This is an optimization exercise on Yosys and OpenROAD, whose aim is small area, not a production implementation. The RTL was checked by simulation tests, not by an equivalence proof against the original design.

## ds_frame_rx
module ds_frame_rx (
    input  wire         clk,
    input  wire         rst,         
    input  wire         lock,        
    input  wire         in_valid,    
    input  wire         in_hdr,      
    input  wire [255:0] in_body,     
    output reg          out_valid,
    output reg  [1:0]   out_type,    
    output reg  [255:0] out_body,
    output wire [31:0]  out_fn,
    output wire [1:0]   state,       
    output reg          ev_sync_gained,
    output reg          ev_oof_entered,
    output reg          ev_hdr_bad,
    output reg          ev_hdr_invalid,
    output reg          ev_faw_bad,
    output reg          ev_fn_jump,
    output reg          ev_false_cand,
    output reg          ev_cand_ovf,
    output reg          ev_err_block,
    output reg          ev_bip_err,
    output reg  [4:0]   bip_bits
);
For scale: ~570 I/O pins, ~35000 sq um of cells after synthesis.
==> flow/config.mk <==
export PLATFORM = sky130hd
export DESIGN_NAME = ds_frame_rx
export DESIGN_NICKNAME = ds_frame_rx
export VERILOG_FILES = /design/flow/design.v
export SDC_FILE = /design/flow/constraint.sdc
export NUM_CORES = 4
export LEC_CHECK = 0
export CAP_MARGIN = 20
export CORE_MARGIN = 2
export CORE_UTILIZATION = 65
export PLACE_DENSITY = 0.8
export SLEW_MARGIN = 20
==> flow/constraint.sdc <==
create_clock -name core_clock -period 50.0 [get_ports {clk}]
set_input_delay 10.0000 -clock core_clock [delete_from_list [all_inputs] [get_ports {clk}]]
set_output_delay 10.0000 -clock core_clock [all_outputs]
set_load 0.01 [all_outputs]
standard.sh (not shown) runs the stock make flow with config.mk's settings and CLKGATE_MAP_FILE= SYNTH_SCRIPT=/design/flow/synth_recipe.tcl, a recipe that flattens the netlist after the stock synthesis.
==> flow/flow/run.sh <==
#!/bin/bash
# Own layout flow: the standard flow (standard.sh) with
#  - synthesis through flow/my_synth.tcl (synth_recipe.tcl with an
#    area-oriented ABC mapping script, flow/area.script);
#  - the port buffers made from the smallest buffer, buf_1.
set -euo pipefail
export MY_WORK_DIR=$PWD
export MY_FLOW_DIR=$PWD/flow
bash standard.sh SYNTH_SCRIPT=$PWD/flow/my_synth.tcl \
  "BUFFER_PORTS_ARGS=-buffer_cell sky130_fd_sc_hd__buf_1" finish > $PWD/flow.log 2>&1
==> flow/flow/area.script <==
&get -n
&st
&dch
&nf -R 1000 -p
&put
==> flow/flow/my_synth.tcl <==
# The standard synthesis (synth_recipe.tcl), with ABC's technology mapping
# run by an area-oriented script that keeps the XOR structure of the RTL,
# and without the 3-input XOR cells. Registers are mapped before ABC runs,
# so they are the standard synthesis's.
proc abc {args} {
  set i [lsearch $args -script]
  if {$i >= 0} { lset args [expr {$i + 1}] [file join $::env(MY_FLOW_DIR) area.script] }
  foreach c {xor3_1 xor3_2 xor3_4 xnor3_1 xnor3_2 xnor3_4} {
    lappend args -dont_use sky130_fd_sc_hd__$c
  }
  puts "abc (own flow): $args"
  yosys abc {*}$args
}
source [file join $::env(MY_WORK_DIR) synth_recipe.tcl]
Edit:
--- a/flow/config.mk
+++ b/flow/config.mk
@@ -9,4 +9,4 @@
 export CORE_MARGIN = 2
-export CORE_UTILIZATION = 65
-export PLACE_DENSITY = 0.8
+export CORE_UTILIZATION = 40
+export PLACE_DENSITY = 0.6
 export SLEW_MARGIN = 20
Effect: Final area climbs by 1.8%. Global-route usage drops by 17 points.


Setup of maple:
Starting RTL as in the previous note.
==> flow/config.mk <==
export PLATFORM = sky130hd
export DESIGN_NAME = ds_frame_rx
export DESIGN_NICKNAME = ds_frame_rx
export VERILOG_FILES = /design/flow/design.v
export SDC_FILE = /design/flow/constraint.sdc
export NUM_CORES = 4
export LEC_CHECK = 0
export CAP_MARGIN = 0
export CORE_MARGIN = 2
export CORE_UTILIZATION = 65
export CTS_BUF_LIST = sky130_fd_sc_hd__clkbuf_4
export PLACE_DENSITY = 0.8
export SLEW_MARGIN = 0
==> flow/constraint.sdc <==
create_clock -name core_clock -period 50.0 [get_ports {clk}]
set_input_delay 10.0000 -clock core_clock [delete_from_list [all_inputs] [get_ports {clk}]]
set_output_delay 10.0000 -clock core_clock [all_outputs]
set_load 0.01 [all_outputs]
Scripts as last shown in full above: flow/flow/run.sh, flow/flow/area.script, flow/flow/my_synth.tcl
Finished, but not clean: maple, with capacitance limit, slew limit.
What pine does differently from maple at the input level:
- a change of CTS_BUF_LIST from sky130_fd_sc_hd__clkbuf_4 to sky130_fd_sc_hd__clkbuf_8
- an added GPL_TIMING_DRIVEN of 0
Notes after the runs:
A end point of the critical path of scr[24] is what pine shows, while scr[20] belongs to maple. Ran to the end and failed final checks on capacitance limit, slew limit: pine. Re count of cells resized by post-cts repair: no difference whatsoever between pine and maple. As far as number of clock sinks seen by CTS goes, maple and pine are indistinguishable; the numbers are identical.

what the ideal ports hide:
The results above use ideal ports. As a check the final layouts listed here were re-extracted and re-timed, cells and wires unchanged.
Step 1 assumes that a clkbuf_16 drives the clock port and a buf_2 every other input.
Step 2 moves the port delays by t, midway between the first and last clock arrival at a register: inputs arrive t later, outputs are due t later. That takes back most of the time a late clock gives input paths.
Three values: ideal ports, drivers, drivers and shift; two values: the first two.
run | t, ns | setup WS [ns] | hold slack, ns
the first run of note 1 | 0.712 | 14.436 / 14.470 / 13.758 | 0.578 / 0.578 / 0.578
the second run of note 1 | 0.722 | 14.315 / 14.348 / 13.626 | 0.561 / 0.561 / 0.561
maple | 1.099 | 14.806 / 14.838 / 13.739 | 0.571 / 0.571 / 0.571
pine | 0.810 | 12.601 / 12.637 / 11.827 | 0.568 / 0.568 / 0.568
The setup slack of maple, which loses most, moves by +0.032 ns with the drivers and by -1.067 ns with both steps.
